Optimization exercise on an open flow, not production practice. RTL: at most simulated, not proved equivalent. Function not checked: run 3. Power: default activity.

**config.mk**
```make
export PLATFORM = sky130hd
export DESIGN_NAME = rs_pair_enc
export DESIGN_NICKNAME = rs_pair_enc
export VERILOG_FILES = /design/flow/design.v
export SDC_FILE = /design/flow/constraint.sdc
export NUM_CORES = 4
export LEC_CHECK = 0
export CAP_MARGIN = 20
export CORE_MARGIN = 2
export CORE_UTILIZATION = 70
export SLEW_MARGIN = 20
export SYNTH_HIERARCHICAL = 1
export SYNTH_MINIMUM_KEEP_SIZE = 0
```
**constraint.sdc**
```tcl
create_clock -name core_clock -period 5.0 [get_ports {clk}]
set_input_delay 1.0000 -clock core_clock [delete_from_list [all_inputs] [get_ports {clk}]]
set_output_delay 1.0000 -clock core_clock [all_outputs]
set_load 0.01 [all_outputs]
```
**design.v**
```verilog
module rs_pair_enc (
    input  wire       clk,
    input  wire       rst,
    input  wire       in_valid,
    output wire       in_ready,
    input  wire [9:0] in_sym,
    output wire       out_valid,
    input  wire       out_ready,
    output wire [9:0] out_sym,
    output wire       out_last
);
    localparam NMSG = 1040;               
    localparam NSYM = 1088;               
    localparam SEG  = 24;                 
    reg  [10:0]  cnt;                     
    reg  [4:0]   rot;                     
    reg          clr;                     
    reg  [479:0] r;                       
    wire in_msg  = !(cnt[10] && (cnt[5] || cnt[4]));      
    wire last    = cnt[10] && (&cnt[5:0]);                
    wire rot_end = rot[0] && rot[1] && rot[2] && rot[4];                  
    wire idle    = clr || (rot != 0);
    assign in_ready  = !idle && in_msg && out_ready;
    assign out_valid = !idle && (in_msg ? in_valid : 1'b1);
    wire   xfer      = !rst && out_valid && out_ready;
    wire   rot_m     = !rst && !clr && !xfer;       
    wire   step_msg  = xfer && in_msg;              
    wire [9:0] top = r[479:470];
    wire [9:0] top_std = top;
    assign out_sym  = in_msg ? in_sym : top_std;
    assign out_last = last;
    wire [9:0] fb = (in_sym ^ top_std) & {10{step_msg}};
    wire [9:0] s23 = r[239:230];
    wire cv_t0;
    rs_xor2 x_cv_t0 (.a(s23[5]), .b(s23[9]), .y(cv_t0));
    wire cv_t1;
    rs_xor2 x_cv_t1 (.a(s23[2]), .b(s23[4]), .y(cv_t1));
    wire cv_t2;
    rs_xor2 x_cv_t2 (.a(s23[8]), .b(s23[9]), .y(cv_t2));
    wire cv_t3;
    rs_xor2 x_cv_t3 (.a(s23[1]), .b(cv_t2), .y(cv_t3));
    wire cv_t4;
    rs_xor2 x_cv_t4 (.a(s23[7]), .b(cv_t2), .y(cv_t4));
    wire cv_t5;
    rs_xor2 x_cv_t5 (.a(s23[6]), .b(s23[7]), .y(cv_t5));
    wire cv_t6;
    rs_xor2 x_cv_t6 (.a(cv_t5), .b(s23[9]), .y(cv_t6));
    wire cv_t7;
    rs_xor2 x_cv_t7 (.a(cv_t1), .b(cv_t5), .y(cv_t7));
    wire cv_t8;
    rs_xor2 x_cv_t8 (.a(s23[0]), .b(s23[5]), .y(cv_t8));
    wire cv_t9;
    rs_xor2 x_cv_t9 (.a(s23[3]), .b(cv_t8), .y(cv_t9));
    wire cv_t10;
    rs_xor2 x_cv_t10 (.a(s23[3]), .b(s23[9]), .y(cv_t10));
    wire cv_t11;
    rs_xor2 x_cv_t11 (.a(s23[6]), .b(cv_t10), .y(cv_t11));
    wire cv_t12;
    rs_xor2 x_cv_t12 (.a(s23[4]), .b(cv_t8), .y(cv_t12));
    wire cv_t13;
    rs_xor2 x_cv_t13 (.a(cv_t12), .b(cv_t5), .y(cv_t13));
    wire cv_t14;
    rs_xor2 x_cv_t14 (.a(cv_t13), .b(cv_t10), .y(cv_t14));
    wire [9:0] s23_std = {cv_t11, cv_t13, cv_t4, cv_t0, cv_t1, cv_t6, cv_t9, cv_t3, cv_t7, cv_t14};
    wire pm_t0;
    rs_xor2 x_pm_t0 (.a(fb[2]), .b(fb[9]), .y(pm_t0));
    wire pm_t1;
    rs_xor2 x_pm_t1 (.a(fb[1]), .b(fb[3]), .y(pm_t1));
    wire pm_t2;
    rs_xor2 x_pm_t2 (.a(fb[4]), .b(fb[5]), .y(pm_t2));
    wire pm_t3;
    rs_xor2 x_pm_t3 (.a(fb[0]), .b(fb[6]), .y(pm_t3));
    wire pm_t4;
    rs_xor2 x_pm_t4 (.a(fb[0]), .b(fb[7]), .y(pm_t4));
    wire pm_t5;
    rs_xor2 x_pm_t5 (.a(fb[1]), .b(fb[7]), .y(pm_t5));
    wire pm_t6;
    rs_xor2 x_pm_t6 (.a(fb[4]), .b(fb[7]), .y(pm_t6));
    wire pm_t7;
    rs_xor2 x_pm_t7 (.a(fb[6]), .b(fb[7]), .y(pm_t7));
    wire pm_t8;
    rs_xor2 x_pm_t8 (.a(fb[1]), .b(fb[8]), .y(pm_t8));
    wire pm_t9;
    rs_xor2 x_pm_t9 (.a(fb[2]), .b(fb[8]), .y(pm_t9));
    wire pm_t10;
    rs_xor2 x_pm_t10 (.a(fb[5]), .b(fb[8]), .y(pm_t10));
    wire pm_t11;
    rs_xor2 x_pm_t11 (.a(pm_t1), .b(fb[4]), .y(pm_t11));
    wire pm_t12;
    rs_xor2 x_pm_t12 (.a(pm_t2), .b(fb[9]), .y(pm_t12));
    wire pm_t13;
    rs_xor2 x_pm_t13 (.a(fb[2]), .b(pm_t2), .y(pm_t13));
    wire pm_t14;
    rs_xor2 x_pm_t14 (.a(pm_t2), .b(pm_t0), .y(pm_t14));
    wire pm_t15;
    rs_xor2 x_pm_t15 (.a(fb[3]), .b(pm_t2), .y(pm_t15));
    wire pm_t16;
    rs_xor2 x_pm_t16 (.a(pm_t1), .b(pm_t2), .y(pm_t16));
    wire pm_t17;
    rs_xor2 x_pm_t17 (.a(fb[2]), .b(pm_t3), .y(pm_t17));
    wire pm_t18;
    rs_xor2 x_pm_t18 (.a(fb[4]), .b(pm_t3), .y(pm_t18));
    wire pm_t19;
    rs_xor2 x_pm_t19 (.a(pm_t2), .b(fb[6]), .y(pm_t19));
    wire pm_t20;
    rs_xor2 x_pm_t20 (.a(pm_t2), .b(pm_t3), .y(pm_t20));
    wire pm_t21;
    rs_xor2 x_pm_t21 (.a(pm_t4), .b(fb[9]), .y(pm_t21));
    wire pm_t22;
    rs_xor2 x_pm_t22 (.a(pm_t5), .b(pm_t0), .y(pm_t22));
    wire pm_t23;
    rs_xor2 x_pm_t23 (.a(pm_t1), .b(pm_t4), .y(pm_t23));
    wire pm_t24;
    rs_xor2 x_pm_t24 (.a(fb[5]), .b(pm_t5), .y(pm_t24));
    wire pm_t25;
    rs_xor2 x_pm_t25 (.a(fb[4]), .b(pm_t7), .y(pm_t25));
    wire pm_t26;
    rs_xor2 x_pm_t26 (.a(fb[5]), .b(pm_t7), .y(pm_t26));
    wire pm_t27;
    rs_xor2 x_pm_t27 (.a(fb[6]), .b(pm_t9), .y(pm_t27));
    wire pm_t28;
    rs_xor2 x_pm_t28 (.a(fb[7]), .b(pm_t10), .y(pm_t28));
    wire pm_t29;
    rs_xor2 x_pm_t29 (.a(pm_t7), .b(fb[8]), .y(pm_t29));
    wire pm_t30;
    rs_xor2 x_pm_t30 (.a(pm_t7), .b(pm_t9), .y(pm_t30));
    wire pm_t31;
    rs_xor2 x_pm_t31 (.a(pm_t7), .b(pm_t10), .y(pm_t31));
    wire pm_t32;
    rs_xor2 x_pm_t32 (.a(pm_t11), .b(pm_t0), .y(pm_t32));
    wire pm_t33;
    rs_xor2 x_pm_t33 (.a(pm_t11), .b(pm_t14), .y(pm_t33));
    wire pm_t34;
    rs_xor2 x_pm_t34 (.a(fb[1]), .b(pm_t14), .y(pm_t34));
    wire pm_t35;
    rs_xor2 x_pm_t35 (.a(fb[3]), .b(pm_t12), .y(pm_t35));
    wire pm_t36;
    rs_xor2 x_pm_t36 (.a(fb[2]), .b(pm_t15), .y(pm_t36));
    wire pm_t37;
    rs_xor2 x_pm_t37 (.a(pm_t7), .b(pm_t22), .y(pm_t37));
    wire pm_t38;
    rs_xor2 x_pm_t38 (.a(fb[3]), .b(pm_t17), .y(pm_t38));
    wire pm_t39;
    rs_xor2 x_pm_t39 (.a(pm_t18), .b(fb[9]), .y(pm_t39));
    wire pm_t40;
    rs_xor2 x_pm_t40 (.a(fb[2]), .b(pm_t19), .y(pm_t40));
    wire pm_t41;
    rs_xor2 x_pm_t41 (.a(fb[3]), .b(pm_t20), .y(pm_t41));
    wire pm_t42;
    rs_xor2 x_pm_t42 (.a(fb[3]), .b(pm_t21), .y(pm_t42));
    wire pm_t43;
    rs_xor2 x_pm_t43 (.a(fb[4]), .b(pm_t21), .y(pm_t43));
    wire pm_t44;
    rs_xor2 x_pm_t44 (.a(fb[4]), .b(pm_t23), .y(pm_t44));
    wire pm_t45;
    rs_xor2 x_pm_t45 (.a(pm_t24), .b(fb[9]), .y(pm_t45));
    wire pm_t46;
    rs_xor2 x_pm_t46 (.a(fb[0]), .b(pm_t24), .y(pm_t46));
    wire pm_t47;
    rs_xor2 x_pm_t47 (.a(pm_t15), .b(pm_t4), .y(pm_t47));
    wire pm_t48;
    rs_xor2 x_pm_t48 (.a(pm_t17), .b(pm_t22), .y(pm_t48));
    wire pm_t49;
    rs_xor2 x_pm_t49 (.a(pm_t3), .b(pm_t22), .y(pm_t49));
    wire pm_t50;
    rs_xor2 x_pm_t50 (.a(pm_t17), .b(pm_t6), .y(pm_t50));
    wire pm_t51;
    rs_xor2 x_pm_t51 (.a(fb[1]), .b(pm_t26), .y(pm_t51));
    wire pm_t52;
    rs_xor2 x_pm_t52 (.a(pm_t25), .b(pm_t14), .y(pm_t52));
    wire pm_t53;
    rs_xor2 x_pm_t53 (.a(pm_t1), .b(pm_t26), .y(pm_t53));
    wire pm_t54;
    rs_xor2 x_pm_t54 (.a(pm_t19), .b(pm_t5), .y(pm_t54));
    wire pm_t55;
    rs_xor2 x_pm_t55 (.a(pm_t18), .b(pm_t24), .y(pm_t55));
    wire pm_t56;
    rs_xor2 x_pm_t56 (.a(pm_t10), .b(pm_t14), .y(pm_t56));
    wire pm_t57;
    rs_xor2 x_pm_t57 (.a(pm_t11), .b(fb[8]), .y(pm_t57));
    wire pm_t58;
    rs_xor2 x_pm_t58 (.a(pm_t28), .b(pm_t22), .y(pm_t58));
    wire pm_t59;
    rs_xor2 x_pm_t59 (.a(pm_t15), .b(pm_t9), .y(pm_t59));
    wire pm_t60;
    rs_xor2 x_pm_t60 (.a(pm_t27), .b(pm_t0), .y(pm_t60));
    wire pm_t61;
    rs_xor2 x_pm_t61 (.a(pm_t27), .b(fb[9]), .y(pm_t61));
    wire pm_t62;
    rs_xor2 x_pm_t62 (.a(fb[1]), .b(pm_t27), .y(pm_t62));
    wire pm_t63;
    rs_xor2 x_pm_t63 (.a(pm_t11), .b(pm_t27), .y(pm_t63));
    wire pm_t64;
    rs_xor2 x_pm_t64 (.a(pm_t31), .b(pm_t21), .y(pm_t64));
    wire pm_t65;
    rs_xor2 x_pm_t65 (.a(pm_t18), .b(pm_t10), .y(pm_t65));
    wire pm_t66;
    rs_xor2 x_pm_t66 (.a(pm_t19), .b(pm_t8), .y(pm_t66));
    wire pm_t67;
    rs_xor2 x_pm_t67 (.a(pm_t8), .b(pm_t21), .y(pm_t67));
    wire pm_t68;
    rs_xor2 x_pm_t68 (.a(pm_t23), .b(pm_t8), .y(pm_t68));
    wire pm_t69;
    rs_xor2 x_pm_t69 (.a(pm_t28), .b(pm_t12), .y(pm_t69));
    wire pm_t70;
    rs_xor2 x_pm_t70 (.a(pm_t18), .b(pm_t29), .y(pm_t70));
    wire pm_t71;
    rs_xor2 x_pm_t71 (.a(pm_t28), .b(pm_t0), .y(pm_t71));
    wire pm_t72;
    rs_xor2 x_pm_t72 (.a(pm_t23), .b(pm_t10), .y(pm_t72));
    wire pm_t73;
    rs_xor2 x_pm_t73 (.a(pm_t29), .b(fb[9]), .y(pm_t73));
    wire pm_t74;
    rs_xor2 x_pm_t74 (.a(fb[0]), .b(pm_t30), .y(pm_t74));
    wire pm_t75;
    rs_xor2 x_pm_t75 (.a(fb[3]), .b(pm_t29), .y(pm_t75));
    wire pm_t76;
    rs_xor2 x_pm_t76 (.a(pm_t25), .b(pm_t8), .y(pm_t76));
    wire pm_t77;
    rs_xor2 x_pm_t77 (.a(fb[4]), .b(pm_t30), .y(pm_t77));
    wire pm_t78;
    rs_xor2 x_pm_t78 (.a(pm_t15), .b(pm_t31), .y(pm_t78));
    wire pm_t79;
    rs_xor2 x_pm_t79 (.a(fb[2]), .b(pm_t31), .y(pm_t79));
    wire pm_t80;
    rs_xor2 x_pm_t80 (.a(pm_t24), .b(pm_t27), .y(pm_t80));
    wire pm_t81;
    rs_xor2 x_pm_t81 (.a(fb[7]), .b(pm_t42), .y(pm_t81));
    wire pm_t82;
    rs_xor2 x_pm_t82 (.a(pm_t5), .b(pm_t42), .y(pm_t82));
    wire pm_t83;
    rs_xor2 x_pm_t83 (.a(fb[1]), .b(pm_t32), .y(pm_t83));
    wire pm_t84;
    rs_xor2 x_pm_t84 (.a(pm_t44), .b(pm_t22), .y(pm_t84));
    wire pm_t85;
    rs_xor2 x_pm_t85 (.a(fb[4]), .b(pm_t35), .y(pm_t85));
    wire pm_t86;
    rs_xor2 x_pm_t86 (.a(pm_t8), .b(pm_t63), .y(pm_t86));
    wire pm_t87;
    rs_xor2 x_pm_t87 (.a(pm_t5), .b(pm_t53), .y(pm_t87));
    wire pm_t88;
    rs_xor2 x_pm_t88 (.a(pm_t40), .b(pm_t32), .y(pm_t88));
    wire pm_t89;
    rs_xor2 x_pm_t89 (.a(pm_t11), .b(pm_t40), .y(pm_t89));
    wire pm_t90;
    rs_xor2 x_pm_t90 (.a(pm_t17), .b(pm_t34), .y(pm_t90));
    wire pm_t91;
    rs_xor2 x_pm_t91 (.a(pm_t3), .b(pm_t35), .y(pm_t91));
    wire pm_t92;
    rs_xor2 x_pm_t92 (.a(pm_t36), .b(pm_t37), .y(pm_t92));
    wire pm_t93;
    rs_xor2 x_pm_t93 (.a(fb[3]), .b(pm_t40), .y(pm_t93));
    wire pm_t94;
    rs_xor2 x_pm_t94 (.a(pm_t17), .b(pm_t35), .y(pm_t94));
    wire pm_t95;
    rs_xor2 x_pm_t95 (.a(pm_t1), .b(pm_t40), .y(pm_t95));
    wire pm_t96;
    rs_xor2 x_pm_t96 (.a(pm_t27), .b(pm_t75), .y(pm_t96));
    wire pm_t97;
    rs_xor2 x_pm_t97 (.a(fb[2]), .b(pm_t42), .y(pm_t97));
    wire pm_t98;
    rs_xor2 x_pm_t98 (.a(pm_t16), .b(pm_t45), .y(pm_t98));
    wire pm_t99;
    rs_xor2 x_pm_t99 (.a(fb[7]), .b(pm_t32), .y(pm_t99));
    wire pm_t100;
    rs_xor2 x_pm_t100 (.a(fb[5]), .b(pm_t42), .y(pm_t100));
    wire pm_t101;
    rs_xor2 x_pm_t101 (.a(pm_t16), .b(pm_t42), .y(pm_t101));
    wire pm_t102;
    rs_xor2 x_pm_t102 (.a(fb[7]), .b(pm_t35), .y(pm_t102));
    wire pm_t103;
    rs_xor2 x_pm_t103 (.a(fb[1]), .b(pm_t49), .y(pm_t103));
    wire pm_t104;
    rs_xor2 x_pm_t104 (.a(fb[3]), .b(pm_t48), .y(pm_t104));
    wire pm_t105;
    rs_xor2 x_pm_t105 (.a(fb[3]), .b(pm_t49), .y(pm_t105));
    wire pm_t106;
    rs_xor2 x_pm_t106 (.a(pm_t6), .b(pm_t37), .y(pm_t106));
    wire pm_t107;
    rs_xor2 x_pm_t107 (.a(fb[3]), .b(pm_t50), .y(pm_t107));
    wire pm_t108;
    rs_xor2 x_pm_t108 (.a(pm_t11), .b(pm_t55), .y(pm_t108));
    wire pm_t109;
    rs_xor2 x_pm_t109 (.a(fb[3]), .b(pm_t52), .y(pm_t109));
    wire pm_t110;
    rs_xor2 x_pm_t110 (.a(fb[5]), .b(pm_t50), .y(pm_t110));
    wire pm_t111;
    rs_xor2 x_pm_t111 (.a(fb[6]), .b(pm_t47), .y(pm_t111));
    wire pm_t112;
    rs_xor2 x_pm_t112 (.a(pm_t59), .b(pm_t34), .y(pm_t112));
    wire pm_t113;
    rs_xor2 x_pm_t113 (.a(pm_t10), .b(pm_t33), .y(pm_t113));
    wire pm_t114;
    rs_xor2 x_pm_t114 (.a(pm_t63), .b(pm_t39), .y(pm_t114));
    wire pm_t115;
    rs_xor2 x_pm_t115 (.a(pm_t5), .b(pm_t69), .y(pm_t115));
    wire pm_t116;
    rs_xor2 x_pm_t116 (.a(pm_t5), .b(pm_t70), .y(pm_t116));
    wire pm_t117;
    rs_xor2 x_pm_t117 (.a(pm_t12), .b(pm_t58), .y(pm_t117));
    wire pm_t118;
    rs_xor2 x_pm_t118 (.a(pm_t62), .b(pm_t39), .y(pm_t118));
    wire pm_t119;
    rs_xor2 x_pm_t119 (.a(fb[3]), .b(pm_t56), .y(pm_t119));
    wire pm_t120;
    rs_xor2 x_pm_t120 (.a(fb[2]), .b(pm_t58), .y(pm_t120));
    wire pm_t121;
    rs_xor2 x_pm_t121 (.a(pm_t18), .b(pm_t66), .y(pm_t121));
    wire pm_t122;
    rs_xor2 x_pm_t122 (.a(pm_t37), .b(pm_t64), .y(pm_t122));
    wire pm_t123;
    rs_xor2 x_pm_t123 (.a(pm_t20), .b(pm_t61), .y(pm_t123));
    wire pm_t124;
    rs_xor2 x_pm_t124 (.a(pm_t41), .b(pm_t61), .y(pm_t124));
    wire pm_t125;
    rs_xor2 x_pm_t125 (.a(fb[3]), .b(pm_t60), .y(pm_t125));
    wire pm_t126;
    rs_xor2 x_pm_t126 (.a(fb[3]), .b(pm_t61), .y(pm_t126));
    wire pm_t127;
    rs_xor2 x_pm_t127 (.a(pm_t1), .b(pm_t61), .y(pm_t127));
    wire pm_t128;
    rs_xor2 x_pm_t128 (.a(pm_t72), .b(pm_t52), .y(pm_t128));
    wire pm_t129;
    rs_xor2 x_pm_t129 (.a(pm_t15), .b(pm_t64), .y(pm_t129));
    wire pm_t130;
    rs_xor2 x_pm_t130 (.a(pm_t24), .b(pm_t73), .y(pm_t130));
    wire pm_t131;
    rs_xor2 x_pm_t131 (.a(pm_t4), .b(pm_t80), .y(pm_t131));
    wire pm_t132;
    rs_xor2 x_pm_t132 (.a(pm_t62), .b(pm_t33), .y(pm_t132));
    wire pm_t133;
    rs_xor2 x_pm_t133 (.a(pm_t62), .b(pm_t12), .y(pm_t133));
    wire pm_t134;
    rs_xor2 x_pm_t134 (.a(pm_t15), .b(pm_t60), .y(pm_t134));
    wire pm_t135;
    rs_xor2 x_pm_t135 (.a(fb[4]), .b(pm_t69), .y(pm_t135));
    wire pm_t136;
    rs_xor2 x_pm_t136 (.a(pm_t0), .b(pm_t67), .y(pm_t136));
    wire pm_t137;
    rs_xor2 x_pm_t137 (.a(fb[2]), .b(pm_t67), .y(pm_t137));
    wire pm_t138;
    rs_xor2 x_pm_t138 (.a(fb[8]), .b(pm_t42), .y(pm_t138));
    wire pm_t139;
    rs_xor2 x_pm_t139 (.a(fb[3]), .b(pm_t67), .y(pm_t139));
    wire pm_t140;
    rs_xor2 x_pm_t140 (.a(pm_t6), .b(pm_t57), .y(pm_t140));
    wire pm_t141;
    rs_xor2 x_pm_t141 (.a(pm_t28), .b(pm_t33), .y(pm_t141));
    wire pm_t142;
    rs_xor2 x_pm_t142 (.a(fb[1]), .b(pm_t70), .y(pm_t142));
    wire pm_t143;
    rs_xor2 x_pm_t143 (.a(pm_t17), .b(pm_t76), .y(pm_t143));
    wire pm_t144;
    rs_xor2 x_pm_t144 (.a(pm_t1), .b(pm_t69), .y(pm_t144));
    wire pm_t145;
    rs_xor2 x_pm_t145 (.a(pm_t7), .b(pm_t63), .y(pm_t145));
    wire pm_t146;
    rs_xor2 x_pm_t146 (.a(pm_t6), .b(pm_t59), .y(pm_t146));
    wire pm_t147;
    rs_xor2 x_pm_t147 (.a(pm_t53), .b(pm_t27), .y(pm_t147));
    wire pm_t148;
    rs_xor2 x_pm_t148 (.a(fb[5]), .b(pm_t69), .y(pm_t148));
    wire pm_t149;
    rs_xor2 x_pm_t149 (.a(fb[4]), .b(pm_t71), .y(pm_t149));
    wire pm_t150;
    rs_xor2 x_pm_t150 (.a(pm_t59), .b(pm_t42), .y(pm_t150));
    wire pm_t151;
    rs_xor2 x_pm_t151 (.a(pm_t57), .b(pm_t45), .y(pm_t151));
    wire pm_t152;
    rs_xor2 x_pm_t152 (.a(pm_t59), .b(pm_t22), .y(pm_t152));
    wire pm_t153;
    rs_xor2 x_pm_t153 (.a(fb[4]), .b(pm_t72), .y(pm_t153));
    wire pm_t154;
    rs_xor2 x_pm_t154 (.a(fb[0]), .b(pm_t73), .y(pm_t154));
    wire pm_t155;
    rs_xor2 x_pm_t155 (.a(fb[6]), .b(pm_t67), .y(pm_t155));
    wire pm_t156;
    rs_xor2 x_pm_t156 (.a(fb[8]), .b(pm_t49), .y(pm_t156));
    wire pm_t157;
    rs_xor2 x_pm_t157 (.a(pm_t27), .b(pm_t42), .y(pm_t157));
    wire pm_t158;
    rs_xor2 x_pm_t158 (.a(pm_t11), .b(pm_t73), .y(pm_t158));
    wire pm_t159;
    rs_xor2 x_pm_t159 (.a(pm_t44), .b(pm_t60), .y(pm_t159));
    wire pm_t160;
    rs_xor2 x_pm_t160 (.a(pm_t38), .b(pm_t69), .y(pm_t160));
    wire pm_t161;
    rs_xor2 x_pm_t161 (.a(fb[7]), .b(pm_t64), .y(pm_t161));
    wire pm_t162;
    rs_xor2 x_pm_t162 (.a(pm_t5), .b(pm_t64), .y(pm_t162));
    wire pm_t163;
    rs_xor2 x_pm_t163 (.a(pm_t38), .b(pm_t28), .y(pm_t163));
    wire pm_t164;
    rs_xor2 x_pm_t164 (.a(pm_t6), .b(pm_t64), .y(pm_t164));
    wire pm_t165;
    rs_xor2 x_pm_t165 (.a(fb[2]), .b(fb[6]), .y(pm_t165));
    wire pm_t166;
    rs_xor2 x_pm_t166 (.a(pm_t165), .b(pm_t53), .y(pm_t166));
    wire pm_t167;
    rs_xor2 x_pm_t167 (.a(pm_t165), .b(pm_t47), .y(pm_t167));
    wire pm_t168;
    rs_xor2 x_pm_t168 (.a(fb[3]), .b(fb[4]), .y(pm_t168));
    wire pm_t169;
    rs_xor2 x_pm_t169 (.a(pm_t168), .b(pm_t71), .y(pm_t169));
    wire [239:0] p = {fb[6], fb[5], fb[4], fb[3], pm_t0, pm_t8, pm_t4, fb[9], fb[8], fb[7], pm_t19, pm_t15, pm_t83, pm_t113, pm_t137, pm_t155, pm_t161, pm_t135, pm_t29, pm_t26, pm_t87, pm_t14, pm_t57, pm_t97, pm_t62, pm_t46, pm_t39, pm_t60, pm_t28, pm_t25, pm_t87, pm_t14, pm_t57, pm_t97, pm_t62, pm_t46, pm_t39, pm_t60, pm_t28, pm_t25, pm_t43, pm_t125, pm_t71, pm_t76, pm_t108, pm_t40, pm_t16, pm_t96, pm_t37, pm_t121, pm_t148, pm_t78, pm_t109, pm_t133, pm_t153, pm_t107, pm_t89, pm_t136, pm_t48, pm_t64, pm_t24, pm_t18, pm_t85, pm_t56, pm_t140, pm_t103, pm_t130, pm_t116, pm_t42, pm_t27, pm_t20, pm_t35, pm_t119, pm_t141, pm_t156, pm_t162, pm_t164, pm_t138, pm_t30, pm_t51, pm_t145, pm_t105, pm_t131, pm_t101, pm_t129, pm_t146, pm_t106, pm_t110, pm_t92, pm_t124, pm_t66, pm_t47, pm_t86, pm_t33, pm_t118, pm_t139, pm_t74, pm_t69, pm_t75, pm_t52, pm_t157, pm_t80, pm_t55, pm_t91, pm_t59, pm_t99, pm_t128, pm_t88, pm_t123, pm_t144, pm_t36, pm_t32, pm_t114, pm_t136, pm_t48, pm_t64, pm_t148, pm_t79, pm_t54, pm_t41, pm_t98, pm_t149, pm_t132, pm_t151, pm_t152, pm_t126, pm_t2, pm_t160, pm_t147, pm_t166, pm_t121, pm_t86, pm_t47, pm_t45, pm_t29, pm_t43, pm_t44, pm_t26, pm_t72, pm_t49, pm_t13, pm_t16, pm_t40, pm_t105, pm_t81, pm_t11, pm_t115, pm_t9, pm_t61, pm_t86, pm_t21, pm_t93, pm_t111, pm_t15, pm_t67, pm_t60, pm_t100, pm_t154, pm_t94, pm_t1, pm_t117, pm_t50, pm_t72, pm_t12, pm_t120, pm_t23, pm_t22, pm_t70, pm_t7, pm_t51, pm_t10, pm_t68, pm_t115, pm_t17, pm_t167, pm_t6, pm_t139, pm_t95, pm_t158, pm_t38, pm_t9, pm_t161, pm_t155, pm_t162, pm_t143, pm_t5, pm_t94, pm_t104, pm_t34, pm_t134, pm_t131, pm_t158, pm_t150, pm_t90, pm_t162, pm_t101, pm_t123, pm_t164, pm_t149, pm_t22, pm_t16, pm_t102, pm_t65, pm_t150, pm_t155, pm_t84, pm_t3, pm_t161, pm_t55, pm_t167, pm_t33, pm_t95, pm_t167, pm_t22, pm_t134, pm_t118, pm_t83, pm_t169, pm_t164, pm_t127, pm_t48, pm_t18, pm_t24, pm_t122, pm_t159, pm_t64, pm_t58, pm_t163, pm_t4, pm_t63, pm_t134, pm_t31, pm_t73, pm_t116, pm_t77, pm_t169, pm_t112, pm_t53, pm_t142, pm_t82};
    wire [479:0] d;
    genvar k;
    generate
        for (k = 0; k < 48; k = k + 1) begin : stage
            if (k == 0) begin : first
                assign d[9:0] = (r[10*SEG-1 -: 10] & {10{rot_m}}) | p[9:0];
            end else if (k % SEG == 0) begin : bottom
                wire [9:0] sel = (s23_std & {10{xfer}}) | (r[10*(k+SEG)-1 -: 10] & {10{rot_m}});
                rs_xor2 #(10) x (.a(sel), .b(p[5*k +: 10]), .y(d[10*k +: 10]));
            end else if (k % 2 == 0) begin : tap
                rs_xor2 #(10) x (.a(r[10*k-1 -: 10]), .b(p[5*k +: 10]), .y(d[10*k +: 10]));
            end else begin : plain
                assign d[10*k +: 10] = r[10*k-1 -: 10];
            end
        end
    endgenerate
    always @(posedge clk) begin
        r <= d;
        if (rst) begin
            cnt <= 11'd0;
            clr <= 1'b1;
            rot <= 1;
        end else begin
            if (idle)
                rot <= rot_end ? 0 : rot + 1;
            else if (!xfer)
                rot <= 1;
            if (rot_end)
                clr <= 1'b0;
            if (xfer)
                cnt <= last ? 11'd0 : cnt + 11'd1;
        end
    end
endmodule
module rs_xor2 #(parameter W = 1) (
    input  wire [W-1:0] a,
    input  wire [W-1:0] b,
    output wire [W-1:0] y
);
    assign y = a ^ b;
endmodule
```
**flow/run.sh**
```bash
#!/bin/bash
# Own flow: the standard layout (standard.sh), with
# - the ports buffered with the smallest buffer,
# - the clock tree built without dummy loads, from clkbuf_8 leaf clusters.
set -euo pipefail
export BUFFER_PORTS_ARGS="-buffer_cell sky130_fd_sc_hd__buf_1"
export CTS_ARGS="-sink_clustering_enable -repair_clock_nets -dont_use_dummy_load -buf_list {sky130_fd_sc_hd__clkbuf_8} -sink_clustering_size 20 -sink_clustering_max_diameter 50"
export GPL_KEEP_OVERFLOW=0
bash standard.sh > flow_make.log 2>&1
```
**standard.sh**
```bash
#!/bin/bash
# synth_recipe.tcl (not shown) runs the flow's synth.tcl, then flattens the netlist and writes it again
# the make line also repeats each setting of config.mk as NAME=value (left out here)
make -C /OpenROAD-flow-scripts/flow DESIGN_CONFIG=/design/flow/config.mk WORK_HOME=/design/flow/orfs CLKGATE_MAP_FILE= SYNTH_SCRIPT=/design/flow/synth_recipe.tcl "${@:-finish}"
```
==> results_tabular.tex, run 1 <==
\begin{tabular}{lr}
\hline
Metric & Value \\
\hline
\multicolumn{2}{l}{\textbf{Logic synthesis}} \\
Post-Synthesis Mean Instance Area & between 10 and 15 µm² \\
Synthesized instance count & 1076 \\
Number of flops mapped to enable cells by yosys & 0 \\
Share of the synthesized area in the top cell type & between 60\% and 70\% \\
Number of different library cells in the post-synthesis netlist & 36 \\
Synth Register Bits & 497 \\
Prevailing post-synth register cell & sky130\_fd\_sc\_hd\_\_dfxtp\_1 \\
Mux share of post-synthesis cell area & 0\% \\
Warnings from Yosys & 7 \\
Area fraction in and, or, nand and nor cells after synthesis & 2.78\% \\
Synthesized net count & 1094 \\
Async set or reset register ratio after synthesis & 0\% \\
Combinational family with the most area after synthesis & XOR/XNOR gates \\
Xor and xnor area share after synthesis & about a quarter \\
Proportion of synthesized chip area in sequential cells & 68.2\% \\
Adder and majority cell fraction of the synthesized area & less than 1\% \\
Synthesized area & 14600 µm² \\
Cell type with the largest total area after synthesis & sky130\_fd\_sc\_hd\_\_dfxtp\_1 \\
Cells taking the most area after synthesis & sky130\_fd\_sc\_hd\_\_dfxtp\_1 (68\%), sky130\_fd\_sc\_hd\_\_xor2\_1 (25\%), sky130\_fd\_sc\_hd\_\_nand2\_1 (0.87\%) \\
Compound-gate portion of the synthesized area & 2.54\% \\
\multicolumn{2}{l}{\textbf{Clock tree}} \\
Number of buffers inserted during clock tree synthesis & 35 \\
Root cell of the clock tree & sky130\_fd\_sc\_hd\_\_clkbuf\_8 \\
Clock network latency to the later pin of the worst-skew pair & $\sim$0.55 ns \\
Sinks on Clock Net & 497 \\
TritonCTS clock tree & done \\
CTS H-tree depth & 2 \\
Post-CTS clock slew at the launch and capture registers of the worst setup and hold paths & between 0.1 and 0.15 ns \\
Buffer depth of the longest clock path & 3 \\
\multicolumn{2}{l}{\textbf{Worst setup path}} \\
Launch point of the critical path & rst \\
Critical Path Sink Type & flip-flop \\
Crit-path slowest cell & sky130\_fd\_sc\_hd\_\_xor2\_2 \\
Worst-path maximum fanout & 24 \\
Arrival time worst endpoint & 5.25 ns \\
Cell mode on critical path & sky130\_fd\_sc\_hd\_\_xor2\_2 \\
Cell Chain, Critical Path & buf\_1, nor2b\_1, nand4\_1, buf\_4, buf\_12, nor2\_2, xor2\_2, xor2\_2, xor2\_2, xor2\_1, xor2\_1 \\
Required time of the critical path & approximately 5.5 ns \\
Max stage delay on crit path & 0.74 ns \\
Startpoint of the most critical register-to-register path & rot[0] \\
Start-to-end type of the worst setup path & in -> reg \\
Kind of start point of the critical path & primary input \\
\multicolumn{2}{l}{\textbf{Route}} \\
Vias per inst & slightly above 5 \\
1st-pass router iterations & 5 \\
Total wire length & slightly below 30 mm \\
DRC violation total after the first TritonRoute iteration & $\sim$470 \\
Post-detailed-route wirelength per cell & 21.2 µm \\
Vias post-DR & around 7100 \\
Detail Route Antenna Nets & 0 \\
DR DRC count & 0 \\
\multicolumn{2}{l}{\textbf{Min path}} \\
Hold path start & r[269] \\
Hold crit path type & reg -> reg \\
\multicolumn{2}{l}{\textbf{STA}} \\
Worst Slack Setup Final & approximately 0.21 ns \\
Final Hold Slack & 0.293 ns \\
Final min period & roughly 4.8 ns \\
Slew Viols, Final & 0 \\
Measured slew at the worst slew-check pin & 1.17 ns \\
Summed negative setup slack over all endpoints & 0 ns \\
Unrepaired setup endpoints after global routing & no \\
Final Hold Violating Endpoints & 0 \\
Final worst clock skew & 0.0423 ns \\
Worst slew margin relative to its limit & 22.0\% \\
Maximum frequency from static timing analysis & between 200 and 250 MHz \\
Final setup viols & 0 \\
Final period utilization & 95.8\% \\
\multicolumn{2}{l}{\textbf{Placement}} \\
Worst slack after detailed placement & -1.43 ns \\
Port-buffer cells & 26 \\
Detail Placement HPWL & 21.1 mm \\
Placed Instances & 1364 \\
Weighted congestion reported at the end of routability-driven placement & between 0.8 and 0.9 \\
\multicolumn{2}{l}{\textbf{Status}} \\
Run status & no timing/DRC/antenna violations \\
\multicolumn{2}{l}{\textbf{Power and ir drop}} \\
Leakage power figure & about 0.0087 µW \\
Comb power frac & 0.7\% \\
Fraction of power spent switching nets & between 15 and 20\% \\
Worst IR Drop VDD & 332 µV \\
Total power & 5750 µW \\
Share of total power in the clock network & a little under a third \\
Net switching power of the design & $\sim$1100 µW \\
Share of total power in sequential cells & 69.0\% \\
Power density over cell area & 363 nW/µm² \\
Cell-internal power & between 4000 and 5000 µW \\
\multicolumn{2}{l}{\textbf{Final layout}} \\
Sequential cell area & roughly 10000 µm² \\
Final instance count without filler cells & about 1400 \\
Layout area overhead & 8.37\% \\
Share of layout cells above drive strength 1 & 7.24\% \\
Inserted Diodes & 0 \\
Area of the multi-input gates & $\sim$4900 µm² \\
Final nets & 1152 \\
Filler Cell Count & 1279 \\
\multicolumn{2}{l}{\textbf{Global route}} \\
GRT Util Overall & 27.8\% \\
Overflow after GRT & 0 \\
Via count of the first global-routing pass & 7228 \\
Largest net degree at the start of global routing & 27 \\
Global-route wire length before repair & around 44 mm \\
Number of antenna violations at the first check in global routing & 1 \\
\multicolumn{2}{l}{\textbf{Floorplan}} \\
Initial core utilization & between 70\% and 80\% \\
Die Footprint & 22000 µm² \\
Core Area & 20400 µm² \\
Floorplan row count & 52 \\
Die span in y & 148 µm \\
Top-level port count & 27 \\
Horizontal die dimension & 148 µm \\
\multicolumn{2}{l}{\textbf{Job}} \\
Max-cap check violation count & 0 \\
\hline
\end{tabular}
## power by group through the flow
stage	combinational, µW	clock, µW	sequential, µW
after floorplan	23.4	0	4050
after global placement	35.7	0	4050
after detailed placement	37.6	0	4050
after CTS	38.4	1780	3960
after global routing	43.1	1930	3970
final	38.4	1750	3960
## registers in the layout (all words and copies together), names as in the netlist
register  flops
clr           1
rot           5
r           480
cnt          11
## per-stage QoR
stage               instance area (µm²)  utilization, %
detailed placement                15100            74.3
floorplan                         14600               -
finish                            15800            77.7
global placement                  15000            73.5
global route                      15800            77.7
CTS                               15700            77.1
## cells in the final DEF, fill, tap and decap left out, types with 2 or more instances in the layout
cell type                    n
sky130_fd_sc_hd__buf_1      26
sky130_fd_sc_hd__and3_1      2
sky130_fd_sc_hd__buf_12      2
sky130_fd_sc_hd__xor2_1    393
sky130_fd_sc_hd__dfxtp_1   497
sky130_fd_sc_hd__a22o_1     10
sky130_fd_sc_hd__or4_1       9
sky130_fd_sc_hd__nand3_1     6
sky130_fd_sc_hd__nand2_1    34
sky130_fd_sc_hd__a21oi_1    12
sky130_fd_sc_hd__or3b_2      2
sky130_fd_sc_hd__nand4_1     3
sky130_fd_sc_hd__xor2_4      5
sky130_fd_sc_hd__buf_4       4
sky130_fd_sc_hd__nor2_4      4
sky130_fd_sc_hd__o31ai_1     8
sky130_fd_sc_hd__ha_1        4
sky130_fd_sc_hd__a21o_1     11
sky130_fd_sc_hd__nor2_2      6
sky130_fd_sc_hd__xnor2_1    10
sky130_fd_sc_hd__inv_1       7
sky130_fd_sc_hd__clkbuf_8   35
sky130_fd_sc_hd__xor2_2     19
sky130_fd_sc_hd__o21ai_0     2
sky130_fd_sc_hd__nor2_1      5
## what timing repair did
item,4_1_cts,5_1_grt
hold buffers,0,0
gates resized for setup,12,13
pin swaps,1,0
buffers inserted,3,0
endpoints found under the setup margin,181,48
## critical path: cells and delay by family
kind / cells / cell delay [ns]
xor gates and xnor gates: 5 / 2.51
and+or+nand+nor: 3 / 0.98
buffers and inverters: 3 / 0.75
## modules after synthesis, one instance, submodules excluded, a selection
module       flip-flops and latches  cell area (µm²)  cells
rs_xor2                           0             8.76      1
rs_pair_enc                     497            11000    661
## path summary, 6_finish.rpt
path	endpoint	slack, ns	depth (start not counted)
max	r[44]	0.21	11
min	r[279]	0.29	0
max reg2reg	r[44]	0.29	13
min reg2reg	r[279]	0.29	0
## kinds of logic (layout without fill, tap and decap cells)
family	after synthesis	after routing
DFF	497	497
adders and majority gates	4	4
xor gates and xnor gates	427	427
AOI/OAI and AO/OA	50	50
buffers and inverters	18	74
and+or+nand+nor	80	80
## Yosys cell counts (2+ instances only)
| master | n |
|---|---|
| sky130_fd_sc_hd__a21o_1 | 11 |
| sky130_fd_sc_hd__a21oi_1 | 12 |
| sky130_fd_sc_hd__a22o_1 | 10 |
| sky130_fd_sc_hd__and3_1 | 2 |
| sky130_fd_sc_hd__buf_2 | 4 |
| sky130_fd_sc_hd__clkbuf_1 | 6 |
| sky130_fd_sc_hd__dfxtp_1 | 497 |
| sky130_fd_sc_hd__ha_1 | 4 |
| sky130_fd_sc_hd__inv_1 | 7 |
| sky130_fd_sc_hd__nand2_1 | 34 |
| sky130_fd_sc_hd__nand3_1 | 6 |
| sky130_fd_sc_hd__nand4_1 | 3 |
| sky130_fd_sc_hd__nor2_1 | 14 |
| sky130_fd_sc_hd__o21ai_0 | 3 |
| sky130_fd_sc_hd__o31ai_1 | 8 |
| sky130_fd_sc_hd__or3b_2 | 2 |
| sky130_fd_sc_hd__or4_1 | 9 |
| sky130_fd_sc_hd__xnor2_1 | 10 |
| sky130_fd_sc_hd__xor2_1 | 417 |
## routing by layer
layer	track usage [%]	part of all wire [%]	up-vias
met5	0	0.037	-
met4	8.29	2.4	2
met3	4.08	4.9	55
met2	45.1	47	178
met1	39.2	46	3462
li1	-	-	3439
## area by class of cell
cell class | instances | share of cell area [%]
clock buffer | 35 | 3.05
inverter | 7 | 0.166
multi-input combinational | 561 | 30.7
sequential | 497 | 62.9
tap | 270 | 2.14
timing repair buffer | 32 | 1.06
Testbench counts, summed over its fixed seeds: cycles 19,716, items 18.
==> inputs of run 2 (changes only) <==
--- a/flow/run.sh
+++ b/flow/run.sh
@@ -5,5 +5,4 @@
 set -euo pipefail
 export BUFFER_PORTS_ARGS="-buffer_cell sky130_fd_sc_hd__buf_1"
 export CTS_ARGS="-sink_clustering_enable -repair_clock_nets -dont_use_dummy_load -buf_list {sky130_fd_sc_hd__clkbuf_8} -sink_clustering_size 20 -sink_clustering_max_diameter 50"
-export GPL_KEEP_OVERFLOW=0
 bash standard.sh > flow_make.log 2>&1
==> results_tabular.tex, run 2 <==
\begin{tabular}{lr}
\hline
Metric & Value \\
\hline
\multicolumn{2}{l}{\textbf{Status}} \\
Run status & no timing/DRC/antenna violations \\
\multicolumn{2}{l}{\textbf{STA}} \\
Final setup viols & 0 (unchanged) \\
Final worst clock skew & 0.0558 ns (+0.0135 ns) \\
Final period utilization & 81.4\% (-14 points) \\
Slew Viols, Final & 0 (unchanged) \\
Maximum frequency from static timing analysis & 246 MHz (+18\%) \\
Final Hold Violating Endpoints & 0 (unchanged) \\
Unrepaired setup endpoints after global routing & no \\
Final min period & 4.07 ns (-0.718 ns) \\
Worst slew margin relative to its limit & 28.6\% (+6.6 points) \\
Summed negative setup slack over all endpoints & 0 ns (unchanged) \\
Measured slew at the worst slew-check pin & 1.07 ns (-0.0985 ns) \\
\multicolumn{2}{l}{\textbf{Floorplan}} \\
Horizontal die dimension & 148 µm (unchanged) \\
Initial core utilization & 71.7\% (unchanged) \\
Die span in y & 148 µm (unchanged) \\
Top-level port count & 27 (unchanged) \\
Core Area & 20400 µm² (unchanged) \\
Die Footprint & 22000 µm² (unchanged) \\
Floorplan row count & 52 (unchanged) \\
\multicolumn{2}{l}{\textbf{Logic synthesis}} \\
Share of the synthesized area in the top cell type & 68.2\% (unchanged) \\
Post-Synthesis Mean Instance Area & 13.6 µm² (unchanged) \\
Synthesized net count & 1094 (unchanged) \\
Cells taking the most area after synthesis & sky130\_fd\_sc\_hd\_\_dfxtp\_1 (68\%), sky130\_fd\_sc\_hd\_\_xor2\_1 (25\%), sky130\_fd\_sc\_hd\_\_nand2\_1 (0.87\%) \\
Area fraction in and, or, nand and nor cells after synthesis & 2.78\% (unchanged) \\
Warnings from Yosys & 7 (unchanged) \\
Compound-gate portion of the synthesized area & 2.54\% (unchanged) \\
Number of different library cells in the post-synthesis netlist & 36 (unchanged) \\
Ranking of synthesized cells by instance count & sky130\_fd\_sc\_hd\_\_dfxtp\_1 (497), sky130\_fd\_sc\_hd\_\_xor2\_1 (417), sky130\_fd\_sc\_hd\_\_nand2\_1 (34) \\
Prevailing post-synth register cell & sky130\_fd\_sc\_hd\_\_dfxtp\_1 \\
Synth Register Bits & 497 (unchanged) \\
Async set or reset register ratio after synthesis & 0\% (unchanged) \\
Library cell with the highest instance count after synthesis & sky130\_fd\_sc\_hd\_\_dfxtp\_1 \\
Proportion of synthesized chip area in sequential cells & 68.2\% (unchanged) \\
Number of flops mapped to enable cells by yosys & 0 (unchanged) \\
Mux share of post-synthesis cell area & 0\% (unchanged) \\
Synthesized area & 14600 µm² (unchanged) \\
Cell type with the largest total area after synthesis & sky130\_fd\_sc\_hd\_\_dfxtp\_1 \\
Combinational family with the most area after synthesis & XOR/XNOR gates \\
Xor and xnor area share after synthesis & 25.6\% (unchanged) \\
Synthesized instance count & 1076 (unchanged) \\
Adder and majority cell fraction of the synthesized area & 0.343\% (unchanged) \\
\multicolumn{2}{l}{\textbf{Min path}} \\
Hold path depth & 0 (unchanged) \\
Hold crit path type & reg -> reg \\
Hold worst-path end & r[35] \\
Hold path start & r[25] \\
\multicolumn{2}{l}{\textbf{Final layout}} \\
Layout area overhead & 8.08\% \\
Final nets & 1189 (+3.2\%) \\
Top library cells by usage in the layout, fill and taps aside & sky130\_fd\_sc\_hd\_\_dfxtp\_1 (497), sky130\_fd\_sc\_hd\_\_xor2\_1 (417), sky130\_fd\_sc\_hd\_\_buf\_4 (47) \\
Filler Cell Count & 1313 (+2.7\%) \\
Largest registers ranked by flip-flop count & r (480), cnt (11), rot (5) \\
Post-layout instance area & 15800 µm² (-0.27\%) \\
Number of flip-flops in the largest register & 480 (unchanged) \\
Share of layout cells above drive strength 1 & 7.44\% (+0.20 points) \\
Register name with the most flops & r \\
Final instance count without filler cells & 1442 (+2.9\%) \\
Most common cell after layout, fill and taps aside & sky130\_fd\_sc\_hd\_\_dfxtp\_1 \\
\multicolumn{2}{l}{\textbf{Clock tree}} \\
Clock network latency to the later pin of the worst-skew pair & 0.61 ns (+0.06 ns) \\
Setup Buffers After CTS & 0 (-3) \\
CTS H-tree depth & 1 (-1) \\
Root cell of the clock tree & sky130\_fd\_sc\_hd\_\_clkbuf\_8 \\
Sinks on Clock Net & 497 (unchanged) \\
Buffer depth of the longest clock path & 3 (unchanged) \\
TritonCTS clock tree & done \\
Post-CTS clock slew at the launch and capture registers of the worst setup and hold paths & 0.11 ns (about the same) \\
Number of resized instances in the post-cts repair step & 0 (-12) \\
Number of buffers inserted during clock tree synthesis & 31 (-11\%) \\
Hold Buf Count CTS & 0 (unchanged) \\
\multicolumn{2}{l}{\textbf{Global route}} \\
GRT Util Overall & 27.7\% (-0.13 points) \\
Number of antenna violations at the first check in global routing & 0 (-1) \\
Global-route wire length before repair & 44.0 mm (+0.13\%) \\
Largest net degree at the start of global routing & 27 (unchanged) \\
Via count of the first global-routing pass & 7336 (+1.5\%) \\
Overflow after GRT & 0 (unchanged) \\
\multicolumn{2}{l}{\textbf{Worst setup path}} \\
Startpoint of the most critical register-to-register path & rot[1] \\
Required time of the critical path & 5.52 ns (+0.06 ns) \\
Endpoint of the lowest-slack register-to-register path & r[88] \\
Worst-path maximum fanout & 10 (-58\%) \\
Setup slack of the worst register-to-register path & 0.93 ns (+0.64 ns) \\
Arrival time worst endpoint & 4.59 ns (-0.66 ns) \\
Critical Path Sink Type & flip-flop \\
Start-to-end type of the worst setup path & reg -> reg \\
Kind of start point of the critical path & flip-flop \\
FF-to-FF path depth & 13 (unchanged) \\
\multicolumn{2}{l}{\textbf{Placement}} \\
Detail Placement HPWL & 21.7 mm (+2.9\%) \\
Placed standard-cell area & 15300 µm² (+1.4\%) \\
Port-buffer cells & 26 (unchanged) \\
Weighted congestion reported at the end of routability-driven placement & 0.929 (+8.7\%) \\
Placed Instances & 1408 (+3.2\%) \\
\multicolumn{2}{l}{\textbf{Route}} \\
Vias per inst & 5.10 (+0.16\%) \\
DR DRC count & 0 (unchanged) \\
Post-detailed-route wirelength per cell & 20.6 µm (-2.7\%) \\
Detail Route Antenna Nets & 0 (unchanged) \\
DRC violation total after the first TritonRoute iteration & 490 (+5.4\%) \\
Vias post-DR & 7351 (+3.0\%) \\
1st-pass router iterations & 5 (unchanged) \\
Total wire length & 29.8 mm (about the same) \\
\multicolumn{2}{l}{\textbf{Power and ir drop}} \\
Leakage power figure & 0.00888 µW (+2.2\%) \\
Worst IR Drop VDD & 363 µV (+9.4\%) \\
Power density over cell area & 357 nW/µm² (-1.7\%) \\
\multicolumn{2}{l}{\textbf{Job}} \\
Max-cap check violation count & 0 (unchanged) \\
\hline
\end{tabular}
==> run 2: power by group <==
| part | internal [µW] | leakage (µW) | switching [µW] | total (µW) |
|---|---|---|---|---|
| Sequential | 3960 | 0.00400 | 4.02 | 3960 |
| Clock | 556 | 0.000223 | 1080 | 1640 |
| Combinational | 15.2 | 0.00465 | 21.8 | 37.0 |
==> run 2: through the flow <==
stage	total power [µW]	setup WS [ns]	util, %	hold slack, ns
final	5640	0.928	77.5	0.304
after CTS	5670	1.02	77.4	0.303
after floorplan	4080	0.0787	-	0.310
after global routing	5810	0.775	77.4	0.302
after detailed placement	4090	0.642	75.3	0.312
after global placement	4090	0.634	75.3	0.310
==> run 2: per-module statistics from Yosys, one instance, submodules excluded, a selection <==
module,copies in the design,cells,flip-flops and latches,area [µm²]
rs_pair_enc,1,661,497,11000
rs_xor2,185,1,0,8.76
==> run 2: worst max path at each step <==
| stage | cells after the start | to | startpoint |
|---|---|---|---|
| after global placement | 11 | r[88] | in_valid |
| after CTS | 13 | r[88] | rot[1] |
| after detailed placement | 11 | r[344] | in_valid |
| final | 13 | r[88] | rot[1] |
| after global routing | 13 | r[344] | rot[1] |
| after floorplan | 9 | r[180] | rst |
==> run 2: area by class of cell <==
class	instances	area (µm²)	share of cell area, %
multi-input cells	561	4580	29.0
flip-flops and latches	497	9950	63.1
repair buffers	73	450	2.86
inverters	7	26.3	0.167
well taps	270	338	2.14
clock buffers	31	427	2.70
diodes	3	7.51	0.0476
==> run 2: routing by layer <==
layer	part of all wire (%)	vias to the layer above	routed length [µm]	GRT usage, %
met1	46	3574	13700	38.9
met5	0	-	0	0
met2	47	172	13900	45.2
li1	-	3542	-	-
met4	3.2	0	946	8.24
met3	4.3	63	1280	3.83
==> run 2: logic make-up after synthesis <==
| kind of cell | after synthesis |
|---|---|
| adders and majority gates | 4 |
| DFF | 497 |
| xor gates and xnor gates | 427 |
| AOI/OAI and AO/OA | 50 |
| buffers and inverters | 18 |
| and+or+nand+nor | 80 |
==> run 2: critical path, stage by stage, from the launching register on <==
cell	delay [ns]
sky130_fd_sc_hd__dfxtp_1	0.34
sky130_fd_sc_hd__inv_1	0.07
sky130_fd_sc_hd__ha_1	0.13
sky130_fd_sc_hd__and2b_1	0.17
sky130_fd_sc_hd__and2_1	0.23
sky130_fd_sc_hd__nand4_1	0.11
sky130_fd_sc_hd__buf_4	0.20
sky130_fd_sc_hd__nor2_1	0.52
sky130_fd_sc_hd__xor2_1	0.20
sky130_fd_sc_hd__buf_4	0.21
sky130_fd_sc_hd__xor2_1	0.68
sky130_fd_sc_hd__xor2_1	0.61
sky130_fd_sc_hd__xor2_1	0.33
sky130_fd_sc_hd__xor2_1	0.19
==> inputs of run 3 (changes only) <==
--- a/design.v
+++ b/design.v
@@ -22,8 +22,8 @@
     wire idle    = clr || (rot != 0);
     assign in_ready  = !idle && in_msg && out_ready;
     assign out_valid = !idle && (in_msg ? in_valid : 1'b1);
-    wire   xfer      = !rst && out_valid && out_ready;
-    wire   rot_m     = !rst && !clr && !xfer;       
+    wire   xfer      = out_valid && out_ready;
+    wire   rot_m     = !clr && !xfer;               
     wire   step_msg  = xfer && in_msg;              
     wire [9:0] top = r[479:470];
     wire [9:0] top_std = top;
@@ -424,7 +424,7 @@
         if (rst) begin
             cnt <= 11'd0;
             clr <= 1'b1;
-            rot <= 1;
+            rot <= 0;
         end else begin
             if (idle)
                 rot <= rot_end ? 0 : rot + 1;
==> results_tabular.tex, run 3 <==
\begin{tabular}{lr}
\hline
Metric & Value \\
\hline
\multicolumn{2}{l}{\textbf{Status}} \\
Run status & no timing/DRC/antenna violations \\
\multicolumn{2}{l}{\textbf{Floorplan}} \\
Floorplan row count & 52 (unchanged) \\
Die Footprint & 22100 µm² (+0.30\%) \\
Horizontal die dimension & 149 µm (+0.15\%) \\
Initial core utilization & 71.9\% (+0.22 points) \\
Core Area & 20400 µm² (unchanged) \\
Top-level port count & 27 (unchanged) \\
Die span in y & 149 µm (+0.15\%) \\
\multicolumn{2}{l}{\textbf{Route}} \\
Detail Route Antenna Nets & 0 (unchanged) \\
Total wire length & 30.8 mm (+3.5\%) \\
DRC violation total after the first TritonRoute iteration & 478 (-2.4\%) \\
1st-pass router iterations & 5 (unchanged) \\
DR DRC count & 0 (unchanged) \\
Vias post-DR & 7395 (+0.60\%) \\
Vias per inst & 5.02 (-1.5\%) \\
Post-detailed-route wirelength per cell & 20.9 µm (+1.3\%) \\
\multicolumn{2}{l}{\textbf{Final layout}} \\
Filler Cell Count & 1292 (-1.6\%) \\
Most common cell after layout, fill and taps aside & sky130\_fd\_sc\_hd\_\_dfxtp\_1 \\
Sequential cell area & 9950 µm² (unchanged) \\
Area of the multi-input gates & 4630 µm² (+1.1\%) \\
Register name with the most flops & r \\
Share of layout cells above drive strength 1 & 7.81\% (+0.37 points) \\
Inserted Diodes & 0 (-3) \\
Layout area overhead & 8.79\% \\
Number of flip-flops in the largest register & 480 (unchanged) \\
Top library cells by usage in the layout, fill and taps aside & sky130\_fd\_sc\_hd\_\_dfxtp\_1 (497), sky130\_fd\_sc\_hd\_\_xor2\_1 (417), sky130\_fd\_sc\_hd\_\_nand2\_1 (58) \\
Largest registers ranked by flip-flop count & r (480), cnt (11), rot (5) \\
Post-layout instance area & 15900 µm² (+0.97\%) \\
Final nets & 1223 (+2.9\%) \\
\multicolumn{2}{l}{\textbf{Clock tree}} \\
Hold Buf Count CTS & 0 (unchanged) \\
Setup Buffers After CTS & 0 (unchanged) \\
TritonCTS clock tree & done \\
Post-CTS clock slew at the launch and capture registers of the worst setup and hold paths & 0.11 ns (about the same) \\
Sinks on Clock Net & 497 (unchanged) \\
Number of resized instances in the post-cts repair step & 0 (unchanged) \\
Number of buffers inserted during clock tree synthesis & 36 (+16\%) \\
Root cell of the clock tree & sky130\_fd\_sc\_hd\_\_clkbuf\_8 \\
Buffer depth of the longest clock path & 3 (unchanged) \\
CTS H-tree depth & 2 (+1) \\
Clock network latency to the later pin of the worst-skew pair & 0.55 ns (-0.06 ns) \\
\multicolumn{2}{l}{\textbf{Worst setup path}} \\
Cell mode on critical path & sky130\_fd\_sc\_hd\_\_xor2\_1 \\
FF-to-FF path depth & 12 (-1) \\
Critical Path Sink Type & flip-flop \\
Cell Chain, Critical Path & nor4\_4, and4\_2, nand2\_1, nor2\_1, buf\_4, xor2\_1, buf\_4, xor2\_1, buf\_4, xor2\_1, xor2\_1, xor2\_1 \\
Required time of the critical path & 5.49 ns (-0.03 ns) \\
Crit-path slowest cell & sky130\_fd\_sc\_hd\_\_xor2\_1 \\
Arrival time worst endpoint & 4.90 ns (+0.31 ns) \\
Endpoint of the lowest-slack register-to-register path & r[385] \\
Max stage delay on crit path & 0.71 ns (+0.03 ns) \\
Start-to-end type of the worst setup path & reg -> reg \\
Kind of start point of the critical path & flip-flop \\
Startpoint of the most critical register-to-register path & clr \\
Setup slack of the worst register-to-register path & 0.59 ns (-0.34 ns) \\
Worst-path maximum fanout & 13 (+3) \\
\multicolumn{2}{l}{\textbf{STA}} \\
Maximum frequency from static timing analysis & 227 MHz (-7.7\%) \\
Unrepaired setup endpoints after global routing & no \\
Final setup viols & 0 (unchanged) \\
Worst slew margin relative to its limit & 28.2\% (-0.43 points) \\
Final min period & 4.41 ns (+0.340 ns) \\
Slew Viols, Final & 0 (unchanged) \\
Final period utilization & 88.2\% (+6.8 points) \\
Measured slew at the worst slew-check pin & 1.07 ns (+0.00639 ns) \\
Final worst clock skew & 0.0533 ns (-0.00249 ns) \\
Summed negative setup slack over all endpoints & 0 ns (unchanged) \\
Final Hold Slack & 0.269 ns (-0.0350 ns) \\
Final Hold Violating Endpoints & 0 (unchanged) \\
\multicolumn{2}{l}{\textbf{Global route}} \\
Global-route wire length before repair & 45.6 mm (+3.5\%) \\
Largest net degree at the start of global routing & 24 (-11\%) \\
Via count of the first global-routing pass & 7568 (+3.2\%) \\
Number of antenna violations at the first check in global routing & 2 (+2) \\
GRT Util Overall & 28.6\% (+0.98 points) \\
Overflow after GRT & 0 (unchanged) \\
\multicolumn{2}{l}{\textbf{Placement}} \\
Detail Placement HPWL & 22.4 mm (+3.1\%) \\
Weighted congestion reported at the end of routability-driven placement & 0.886 (-4.6\%) \\
Placed standard-cell area & 15400 µm² (+0.60\%) \\
Port-buffer cells & 26 (unchanged) \\
\multicolumn{2}{l}{\textbf{Logic synthesis}} \\
Prevailing post-synth register cell & sky130\_fd\_sc\_hd\_\_dfxtp\_1 \\
Post-Synthesis Mean Instance Area & 13.3 µm² (-1.8\%) \\
Proportion of synthesized chip area in sequential cells & 68.0\% (-0.21 points) \\
Cell type with the largest total area after synthesis & sky130\_fd\_sc\_hd\_\_dfxtp\_1 \\
Synthesized instance count & 1099 (+2.1\%) \\
Async set or reset register ratio after synthesis & 0\% (unchanged) \\
Ranking of synthesized cells by instance count & sky130\_fd\_sc\_hd\_\_dfxtp\_1 (497), sky130\_fd\_sc\_hd\_\_xor2\_1 (417), sky130\_fd\_sc\_hd\_\_nand2\_1 (58) \\
Synthesized net count & 1117 (+2.1\%) \\
Synth Register Bits & 497 (unchanged) \\
Cells taking the most area after synthesis & sky130\_fd\_sc\_hd\_\_dfxtp\_1 (68\%), sky130\_fd\_sc\_hd\_\_xor2\_1 (25\%), sky130\_fd\_sc\_hd\_\_nand2\_1 (1.5\%) \\
Warnings from Yosys & 7 (unchanged) \\
Number of flops mapped to enable cells by yosys & 0 (unchanged) \\
Number of different library cells in the post-synthesis netlist & 37 (+2.8\%) \\
Library cell with the highest instance count after synthesis & sky130\_fd\_sc\_hd\_\_dfxtp\_1 \\
Synthesized area & 14600 µm² (+0.31\%) \\
Share of the synthesized area in the top cell type & 68.0\% (-0.21 points) \\
\multicolumn{2}{l}{\textbf{Power and ir drop}} \\
Leakage power figure & 0.00904 µW (+1.8\%) \\
Total power & 5760 µW (+2.2\%) \\
Worst IR Drop VDD & 325 µV (-10\%) \\
Power density over cell area & 362 nW/µm² (+1.2\%) \\
\multicolumn{2}{l}{\textbf{Min path}} \\
Hold path start & r[5] \\
Hold path depth & 0 (unchanged) \\
Hold crit path type & reg -> reg \\
Hold worst-path end & r[15] \\
\multicolumn{2}{l}{\textbf{Job}} \\
Max-cap check violation count & 0 (unchanged) \\
\hline
\end{tabular}
run 3: through the flow:
step / cells / setup WS (ns) / utilization (%)
finish: 1473 / 0.588 / 78.2
global placement: 1437 / 0.468 / 75.8
detailed placement: 1437 / 0.404 / 75.8
global route: 1473 / 0.382 / 78.2
floorplan: 1099 / 0.256 / -
CTS: 1473 / 0.639 / 78.2
run 3: worst max-delay path by stage:
stage | end | slack [ns] | start
after floorplan | r[180] | 0.26 | out_ready
after global placement | r[385] | 0.47 | out_ready
after detailed placement | r[385] | 0.40 | out_ready
after CTS | r[385] | 0.64 | clr
after global routing | r[385] | 0.38 | clr
final | r[385] | 0.59 | clr
run 3: worst max-delay path: cells and delay by family, from the launching register on:
family / cells / cell delay, ns
simple gates: 4 / 1.29
xor+xnor: 5 / 1.80
flops: 1 / 0.46
buf+inv: 3 / 0.78
run 3: Yosys stat by module (local to each module, per instance), a selection:
module	copies in the design	cells	flops+latches
rs_pair_enc	1	684	497
rs_xor2	185	1	0
run 3: kinds of logic (layout without fill, tap and decap cells):
logic type / Yosys count / in the layout / share of synthesized area [%]
AOI/OAI and AO/OA: 38 / 38 / 1.76
xor gates and xnor gates: 427 / 427 / 25.5
DFF: 497 / 497 / 68.0
muxes: 1 / 1 / 0.0769
buffers and inverters: 17 / 121 / 0.479
and+or+nand+nor: 115 / 115 / 3.84
adders and majority gates: 4 / 4 / 0.342
run 3: power by group:
group          switching [µW]  internal (µW)
clock network            1110            651
logic                    19.8           13.4
registers                4.48           3960
total                    1140           4620
run 3: final cells by class:
| cell class | instances | share of cell area, % |
|---|---|---|
| Sequential cell | 497 | 62.5 |
| Multi-Input combinational cell | 585 | 29.0 |
| Clock buffer | 36 | 3.11 |
| Timing Repair Buffer | 79 | 3.11 |
| Tap cell | 270 | 2.12 |
| Inverter | 6 | 0.141 |
run 3: per-layer routing:
layer | routed length, µm | vias up | GRT usage [%]
met5 | 13 | - | 0
met3 | 1690 | 57 | 4.66
met4 | 1040 | 2 | 10.6
met1 | 13900 | 3514 | 39.5
li1 | - | 3607 | -
met2 | 14200 | 215 | 46.0
==> inputs of run 4 (changes only) <==
--- a/design.v
+++ b/design.v
@@ -22,8 +22,8 @@
     wire idle    = clr || (rot != 0);
     assign in_ready  = !idle && in_msg && out_ready;
     assign out_valid = !idle && (in_msg ? in_valid : 1'b1);
-    wire   xfer      = out_valid && out_ready;
-    wire   rot_m     = !clr && !xfer;               
+    wire   xfer      = !rst && out_valid && out_ready;
+    wire   rot_m     = !rst && !clr && !xfer;       
     wire   step_msg  = xfer && in_msg;              
     wire [9:0] top = r[479:470];
     wire [9:0] top_std = top;
@@ -424,7 +424,7 @@
         if (rst) begin
             cnt <= 11'd0;
             clr <= 1'b1;
-            rot <= 0;
+            rot <= 1;
         end else begin
             if (idle)
                 rot <= rot_end ? 0 : rot + 1;
==> flow/run.sh (replaced) <==
#!/bin/bash
# Own flow: the standard layout (standard.sh), with
# - the ports buffered with the smallest buffer,
# - the clock tree built without dummy loads, from clkbuf_8 leaf clusters.
set -euo pipefail
export BUFFER_PORTS_ARGS="-buffer_cell sky130_fd_sc_hd__buf_1"
export CTS_ARGS="-sink_clustering_enable -repair_clock_nets -dont_use_dummy_load -buf_list {sky130_fd_sc_hd__clkbuf_8} -sink_clustering_size 20 -sink_clustering_max_diameter 60"
bash standard.sh > flow_make.log 2>&1
--- a/config.mk
+++ b/config.mk
@@ -8,6 +8,7 @@
 export CAP_MARGIN = 20
 export CORE_MARGIN = 2
 export CORE_UTILIZATION = 70
+export GPL_ROUTABILITY_DRIVEN = 0
 export SLEW_MARGIN = 20
 export SYNTH_HIERARCHICAL = 1
 export SYNTH_MINIMUM_KEEP_SIZE = 0
==> results_tabular.tex, run 4 <==
\begin{tabular}{lr}
\hline
Metric & Value \\
\hline
\multicolumn{2}{l}{\textbf{Logic synthesis}} \\
Post-Synthesis Mean Instance Area & 13.6 µm² (+1.8\%) \\
Async set or reset register ratio after synthesis & 0\% (unchanged) \\
Share of the synthesized area in the top cell type & 68.2\% (+0.21 points) \\
\multicolumn{2}{l}{\textbf{STA}} \\
Worst slew margin relative to its limit & 29.1\% (+0.86 points) \\
Final min period & 4.11 ns (-0.306 ns) \\
Final setup viols & 0 (unchanged) \\
Unrepaired setup endpoints after global routing & no \\
\multicolumn{2}{l}{\textbf{Floorplan}} \\
Die Footprint & 22000 µm² (-0.30\%) \\
Initial core utilization & 71.7\% (-0.22 points) \\
Horizontal die dimension & 148 µm (-0.15\%) \\
Die span in y & 148 µm (-0.15\%) \\
\multicolumn{2}{l}{\textbf{Min path}} \\
Hold path start & r[388] \\
\multicolumn{2}{l}{\textbf{Power and ir drop}} \\
Share of total power in the clock network & 28.6\% (-2.0 points) \\
Comb power frac & 0.7\% (about the same) \\
Leakage power figure & 0.00886 µW (-2.0\%) \\
Net switching power of the design & 1110 µW (-2.4\%) \\
Power density over cell area & 356 nW/µm² (-1.5\%) \\
\multicolumn{2}{l}{\textbf{Final layout}} \\
Largest registers ranked by flip-flop count & r (480), cnt (11), rot (5) \\
Top library cells by usage in the layout, fill and taps aside & sky130\_fd\_sc\_hd\_\_dfxtp\_1 (497), sky130\_fd\_sc\_hd\_\_xor2\_1 (417), sky130\_fd\_sc\_hd\_\_buf\_4 (47) \\
Filler Cell Count & 1311 (+1.5\%) \\
Most common cell after layout, fill and taps aside & sky130\_fd\_sc\_hd\_\_dfxtp\_1 \\
\multicolumn{2}{l}{\textbf{Status}} \\
Run status & no timing/DRC/antenna violations \\
\multicolumn{2}{l}{\textbf{Clock tree}} \\
Buffer depth of the longest clock path & 3 (unchanged) \\
TritonCTS clock tree & done \\
Number of resized instances in the post-cts repair step & 0 (unchanged) \\
\multicolumn{2}{l}{\textbf{Placement}} \\
Detail Placement HPWL & 21.7 mm (-3.0\%) \\
\multicolumn{2}{l}{\textbf{Worst setup path}} \\
Critical Path Sink Type & flip-flop \\
Launch point of the critical path & rot[0] \\
Cell Chain, Critical Path & inv\_1, ha\_1, and2b\_1, and2\_1, nand4\_1, buf\_4, nor2\_1, buf\_4, xor2\_1, xor2\_1, xor2\_1, xor2\_1, xor2\_1 \\
Crit-path slowest cell & sky130\_fd\_sc\_hd\_\_xor2\_1 \\
Cell mode on critical path & sky130\_fd\_sc\_hd\_\_xor2\_1 \\
Max stage delay on crit path & 0.61 ns (-0.10 ns) \\
\multicolumn{2}{l}{\textbf{Global route}} \\
Number of antenna violations at the first check in global routing & 0 (-2) \\
Overflow after GRT & 0 (unchanged) \\
\hline
\end{tabular}
==> run 4: changes by cell type after synthesis, sizes merged, moves of 4 or more <==
cell,delta
a21oi,+4
a22o,+10
nand2,-24
nand3b,-12
o31ai,+8
or4,+7
==> run 4: worst paths after layout <==
path / endpoint / slack (ns) / cells after the start
setup / recovery: r[344] / 0.89 / 13
hold reg to reg: r[398] / 0.26 / 0
setup reg to reg: r[344] / 0.89 / 13
hold / removal: r[398] / 0.26 / 0
==> run 4: layer usage <==
layer  wire (µm)  global-route usage [%]
met1       13900                    38.7
met2       13600                    45.0
met3        1280                    4.33
met4        1110                    9.38
met5           0                       0
==> run 4: layout make-up <==
type	instances	area (µm²)	share of cell area, %
diodes	1	2.50	0.0159
clock buffers	29	399	2.54
inverters	7	26.3	0.167
multi-input cells	561	4580	29.1
flip-flops and latches	497	9950	63.2
well taps	270	338	2.15
repair buffers	73	450	2.86
==> run 4: cells by family after synthesis <==
group	after synthesis	share of synthesized area, %
AO/OA/AOI/OAI	50	2.54
AND/OR/NAND/NOR	80	2.78
adder cells (fa/ha/maj)	4	0.343
buffers and inverters	18	0.549
XOR/XNOR	427	25.6
flip-flops	497	68.2
==> run 4: metrics by stage <==
stage	hold WS, ns	cell area [µm²]	setup slack [ns]
finish	0.262	15700	0.893
global route	0.259	15700	0.765
CTS	0.262	15700	1.00
detailed placement	0.312	15300	0.642
global placement	0.310	15300	0.634
floorplan	0.310	14600	0.0787
==> run 4: power groups by stage <==
stage	combinational [µW]	sequential (µW)	clock [µW]
floorplan	23.4	4050	0
global placement	36.3	4050	0
detailed placement	37.0	4050	0
CTS	37.3	3960	1620
global route	41.8	3970	1760
finish	36.9	3960	1600
==> run 4: worst reg2reg max path, cell delays in order, from the launching register on <==
cell and delay (ns):
sky130_fd_sc_hd__dfxtp_1 0.37, sky130_fd_sc_hd__inv_1 0.07, sky130_fd_sc_hd__ha_1 0.13, sky130_fd_sc_hd__and2b_1 0.17, sky130_fd_sc_hd__and2_1 0.23, sky130_fd_sc_hd__nand4_1 0.11, sky130_fd_sc_hd__buf_4 0.20, sky130_fd_sc_hd__nor2_1 0.51
sky130_fd_sc_hd__buf_4 0.28, sky130_fd_sc_hd__xor2_1 0.25, sky130_fd_sc_hd__xor2_1 0.50, sky130_fd_sc_hd__xor2_1 0.62, sky130_fd_sc_hd__xor2_1 0.42, sky130_fd_sc_hd__xor2_1 0.21
==> run 4: modules after synthesis, one instance, submodules excluded, excerpt <==
module	cells	flip-flops and latches
rs_pair_enc	661	497
rs_xor2	1	0
Testbench counts of run 4, summed over its fixed seeds: cycles 19,716, items 18.
